From an optimization exercise on the open Yosys and OpenROAD flow, aimed at small area, a short achievable clock period and few clock cycles per item; shortcuts taken in it are not production practice. RTL that was checked went through simulation tests only; none was proved equivalent to the original. Power is estimated from default activity; no workload was simulated.

// red_combine
module red_combine (
    input  wire        clk,
    input  wire        rst,
    input  wire        in_valid,
    input  wire        in_int,
    input  wire [63:0] in_a,
    input  wire [63:0] in_b,
    output reg         out_valid,
    output reg  [63:0] out_sum,
    output reg  [1:0]  out_flags
);
    wire [30:0] m_a, m_b;
    wire        x34, y34, gt2;
    wire [6:0]  hcy;
    wire [31:0] hs;
    w40_s1 u_s1 (
        .is_int(in_int), .a(in_a), .b(in_b), .m_a(m_a), .m_b(m_b),
        .x34(x34), .y34(y34), .gt2(gt2), .hs(hs), .hcy(hcy)
    );
    reg        v1, int1, x34_1, y34_1, gt2_1;
    reg [6:0]  hcy1;
    reg [30:0] m_a1, m_b1;
    reg [31:0] hs1;
    always @(posedge clk) begin
        if (rst) v1 <= 1'b0;
        else     v1 <= in_valid;
        int1   <= in_int;
        m_a1   <= m_a;
        m_b1   <= m_b;
        x34_1  <= x34;
        y34_1  <= y34;
        gt2_1  <= gt2;
        hs1    <= hs;
  ...
Size in the first run: about 200 I/O pins, ~0.019 mm2 of cells after synthesis.
clock: 18.0 ns
lec_check: 0
abc_area: 1
cap_margin: 20
core_margin: 2
core_utilization: 40
cts_buf_list: sky130_fd_sc_hd__clkbuf_4 sky130_fd_sc_hd__clkbuf_8
slew_margin: 20
standard.sh (not shown) runs the stock make flow with config.mk's settings and CLKGATE_MAP_FILE= SYNTH_SCRIPT=/design/flow/synth_recipe.tcl, a recipe that flattens the netlist after the stock synthesis.
==> flow/flow/run.sh <==
#!/bin/bash
# The standard layout (standard.sh: ORFS synthesis through finish), with
# three changes:
#  - synthesis leaves adders to ABC: ADDER_MAP_FILE is empty, so Yosys does
#    not extract half and full adder cells before ABC maps the logic.  The
#    synthesis script, the registers and everything else are unchanged;
#  - the input and output ports get sky130_fd_sc_hd__buf_2 port buffers in
#    place of the cell buffer_ports picks by default;
#  - ORFS's timing repair (after floorplan, CTS and global routing) aims for
#    a setup slack of MARGIN ns, not 0: the constraints and clock period stay
#    the design's, the repair only works harder.
# make's full output goes to std_flow.log here; ORFS keeps each step's log
# under orfs/logs.
set -euo pipefail
MARGIN=13.25
bash standard.sh "ADDER_MAP_FILE=" "SETUP_SLACK_MARGIN=$MARGIN" \
    "BUFFER_PORTS_ARGS=-buffer_cell sky130_fd_sc_hd__buf_2" finish > std_flow.log 2>&1
The baseline produced a clean layout.
Testbench counts at the start, summed over its fixed seeds: cycles 24,024, items 24,000.
==> next run, changes <==
--- a/flow/flow/run.sh
+++ b/flow/flow/run.sh
@@ -14,3 +14,3 @@
 set -euo pipefail
-MARGIN=13.25
+MARGIN=13
 bash standard.sh "ADDER_MAP_FILE=" "SETUP_SLACK_MARGIN=$MARGIN" \
Result: Final area fell by 5.3%. Total power fell by 2.9%. Fmax fell by 3.3%. Utilization fell by 2.6 points. Die area is unchanged. Sequential cell count stays the same. Clock skew rose by 0.0044 ns. Routed wire length fell by 3.1%. Synthesized area stays the same.
==> next run, changes <==
Settings changed: CTS_BUF_LIST sky130_fd_sc_hd__clkbuf_4 sky130_fd_sc_hd__clkbuf_8 to unset.
=>
- The new run completed with no timing, DRC or antenna violations
- total power grows by 1.7%
- register-to-register slack stays flat
- wire length went down by 0.39%
- die area does not change
- core utilization is higher by 0.12 points
- final area stays flat
- maximum frequency fell by 1.7%
- clock skew is lower by 0.019 ns
- synthesized area stays the same
- sequential cell count is unchanged
- clock power rose by about 10%
==> next run, changes <==
--- a/flow/flow/run.sh
+++ b/flow/flow/run.sh
@@ -14,3 +14,3 @@
 set -euo pipefail
-MARGIN=13
+MARGIN=12.75
 bash standard.sh "ADDER_MAP_FILE=" "SETUP_SLACK_MARGIN=$MARGIN" \
Settings changed: CTS_BUF_LIST set to sky130_fd_sc_hd__clkbuf_4 sky130_fd_sc_hd__clkbuf_8.
=> The new run passed the timing, design-rule and antenna checks. Non-clock buffer count fell by 11. Fmax fell slightly. Power fell by a few percent. Utilization fell by 1.1 points. Global-route usage fell by 0.13 points. Design area fell by a few percent. Sequential cell count stays the same.


v32:
Another version of the RTL of red_combine (not shown whole).
Size in the first run: ~2,900 cells after synthesis, about 240 flip-flops, about 200 I/O pins.
clock: 18.0 ns
lec_check: 0
abc_area: 1
cap_margin: 20
core_margin: 2
core_utilization: 40
cts_buf_list: sky130_fd_sc_hd__clkbuf_4 sky130_fd_sc_hd__clkbuf_8
slew_margin: 20
==> flow/flow/run.sh <==
#!/bin/bash
# The standard layout (standard.sh: ORFS synthesis through finish), with
# two changes:
#  - the input and output ports get sky130_fd_sc_hd__buf_2 port buffers in
#    place of the cell buffer_ports picks by default;
#  - ORFS's timing repair (after floorplan, CTS and global routing) aims for
#    a setup slack of SETUP_SLACK_MARGIN ns below, not 0: the constraints and
#    clock period stay the design's, the repair only works harder.
# make's full output goes to std_flow.log here; ORFS keeps each step's log
# under orfs/logs.
set -euo pipefail
MARGIN=12
bash standard.sh "SETUP_SLACK_MARGIN=$MARGIN" \
    "BUFFER_PORTS_ARGS=-buffer_cell sky130_fd_sc_hd__buf_2" finish > std_flow.log 2>&1
Testbench counts of v32, summed over its fixed seeds: cycles 24,024, items 24,000.
## Diff of input files: v44 against v32
- changing CORE_UTILIZATION from 40 to 55
- removing CTS_BUF_LIST (formerly sky130_fd_sc_hd__clkbuf_4 sky130_fd_sc_hd__clkbuf_8)
### Flow results
In v44 relative to v32, placed cell count had gone down by a few percent. Between v32 and v44, the flow reports final cell area excluding filler cells decreasing slightly. met2 wire length sits lower in v44 than in v32.
Relative to v44, the following input files were edited for v18:
- a change of CORE_UTILIZATION from 55 to 40
==> flow/flow/run.sh <==
#!/bin/bash
# The standard layout (standard.sh: ORFS synthesis through finish), with
# three changes:
#  - synthesis maps with flow/abc_area.script (ABC_AREA=1) in place of ORFS's
#    area script: the same ABC mapping, given a delay target (map -D) so that
#    it recovers area only off the critical paths.  The ORFS scripts are
#    copied to scripts/ here with that one file replaced; registers and the
#    other synthesis passes are unchanged;
#  - the input and output ports get sky130_fd_sc_hd__buf_2 port buffers in
#    place of the cell buffer_ports picks by default;
#  - ORFS's timing repair (after floorplan, CTS and global routing) aims for
#    a setup slack of MARGIN ns, not 0: the constraints and clock period stay
#    the design's, the repair only works harder.
# make's full output goes to std_flow.log here; ORFS keeps each step's log
# under orfs/logs.
set -euo pipefail
MARGIN=12
rm -rf scripts
cp -r "$FLOW_HOME/scripts" scripts
cp flow/abc_area.script scripts/abc_area.script
bash standard.sh "SCRIPTS_DIR=$PWD/scripts" "SETUP_SLACK_MARGIN=$MARGIN" \
    "BUFFER_PORTS_ARGS=-buffer_cell sky130_fd_sc_hd__buf_2" finish > std_flow.log 2>&1
==> flow/flow/abc_area.script (new file) <==
strash
&get -n
&st
&syn2
&if -g -K 6
&synch2
&nf
&put
buffer -c
upsize -c
dnsize -c
==> notes.md <==
- Per the comparison of v18 with v44, layout-stage area growth over the synthesis result went up 3.4 points; horizontal die dimension went up 16%; part of the total power dissipated in combinational logic went down 3.1 points; peak fanout along the critical path went up 2.
diff inputs: v18 => v8
==> flow/flow/run.sh <==
#!/bin/bash
# The standard layout (standard.sh: ORFS synthesis through finish), with
# two changes:
#  - the input and output ports get sky130_fd_sc_hd__buf_2 port buffers in
#    place of the cell buffer_ports picks by default;
#  - ORFS's timing repair (after floorplan, CTS and global routing) aims for
#    a setup slack of SETUP_SLACK_MARGIN ns below, not 0: the constraints and
#    clock period stay the design's, the repair only works harder.
# make's full output goes to std_flow.log here; ORFS keeps each step's log
# under orfs/logs.
set -euo pipefail
MARGIN=12.5
bash standard.sh "SETUP_SLACK_MARGIN=$MARGIN" \
    "BUFFER_PORTS_ARGS=-buffer_cell sky130_fd_sc_hd__buf_2" finish > std_flow.log 2>&1
removed: flow/flow/abc_area.script
## What came out
- Sort v8 and v18 by register share of the cell area, descending, and v18 comes first.
- NOTE: cell area after placement in v8 exceeds that of v18
- Taking v8 as 1.0, v18 lands at 0.813 on post-synth net total.
- Global-route wire length before repair of v8 exceeds that of v18 by a few percent.
- Clock network fraction of design power was lower in v8 than in v18.
- Where worst setup slack is concerned, v18 is outperformed by v8.
- Launching instance or port of the critical path: in_a[36] -> v18, in_a[37] -> v8


== job 7257 ==
Another version of the RTL of red_combine (not shown whole).
For scale: roughly 3300 cells after synthesis, ~240 flip-flops, ~200 I/O pins, about 19000 µm² of cells after synthesis.
export LEC_CHECK = 0
export ABC_AREA = 1
export CAP_MARGIN = 20
export CORE_MARGIN = 2
export CORE_UTILIZATION = 40
export SLEW_MARGIN = 20
create_clock -name core_clock -period 18.0 [get_ports {clk}]
==> flow/flow/run.sh <==
#!/bin/bash
# The standard layout (standard.sh: ORFS synthesis through finish), with
# three changes:
#  - synthesis leaves adders to ABC: ADDER_MAP_FILE is empty, so Yosys does
#    not extract half and full adder cells before ABC maps the logic.  The
#    synthesis script, the registers and everything else are unchanged;
#  - the input and output ports get sky130_fd_sc_hd__buf_2 port buffers in
#    place of the cell buffer_ports picks by default;
#  - ORFS's timing repair (after floorplan, CTS and global routing) aims for
#    a setup slack of MARGIN ns, not 0: the constraints and clock period stay
#    the design's, the repair only works harder.
# make's full output goes to std_flow.log here; ORFS keeps each step's log
# under orfs/logs.
set -euo pipefail
MARGIN=13
bash standard.sh "ADDER_MAP_FILE=" "SETUP_SLACK_MARGIN=$MARGIN" \
    "BUFFER_PORTS_ARGS=-buffer_cell sky130_fd_sc_hd__buf_2" finish > std_flow.log 2>&1
The following lists how job 6405 was set up differently from job 7257:
diff --git a/flow/flow/run.sh b/flow/flow/run.sh
--- a/flow/flow/run.sh
+++ b/flow/flow/run.sh
@@ -15 +15 @@
-MARGIN=13
+MARGIN=12.5
Findings:
Job 6405 finished every stage and its layout cleared the timing, design-rule and antenna checks.
The final area reported for job 6405 is smaller than that of job 7257 by about 4%.
Job 6405 vs job 7257: logic depth of the worst register-to-register path down by more than 10%
The portion of total power attributed to combinational logic number comes out lower for job 6405 vs job 7257.
Share of total power in sequential cells ended up 0.4 points higher on job 6405 than on job 7257.
Function was not checked in any run of this note: the RTL went through the layout flow alone.

re-timing with driven ports:
Ports are ideal in the flow. The routed layouts listed here were re-timed in OpenROAD.
Step 1 sets driving cells, clkbuf_16 on the clock port and buf_2 on the other inputs (assumed; they add their load-dependent delay and slew).
Step 2, shift: input delay + t, output delay - t, t = (earliest + latest rising clock arrival at the registers) / 2. This alone moves slack from input paths to output paths.
Slacks: ideal / step 1 / step 2; pairs: ideal / step 1.
run	t (ns)	slack for setup (ns)	worst slew at a driven data input, ns
the first run of note 1	0.651	13.224 / 13.249 / 12.599	0.07
the second run of note 1	0.663	13.060 / 13.091 / 12.428	0.05
the third run of note 1	0.623	12.976 / 13.014 / 12.391	0.05
the fourth run of note 1	0.672	12.878 / 12.913 / 12.241	0.05
v32	0.661	12.195 / 12.225 / 11.564	0.05
v44	0.614	12.064 / 12.104 / 11.490	0.05
v18	0.619	12.097 / 12.124 / 11.504	0.04
v8	0.611	12.420 / 12.456 / 11.844	0.06
job 7257	0.625	13.015 / 13.038 / 12.414	0.07
job 6405	0.635	12.652 / 12.683 / 12.048	0.05
After both steps setup and hold are still met in every run listed. For the fourth run of note 1, which loses most, drivers alone change the setup slack by +0.035 ns; drivers and shift together by -0.637 ns.
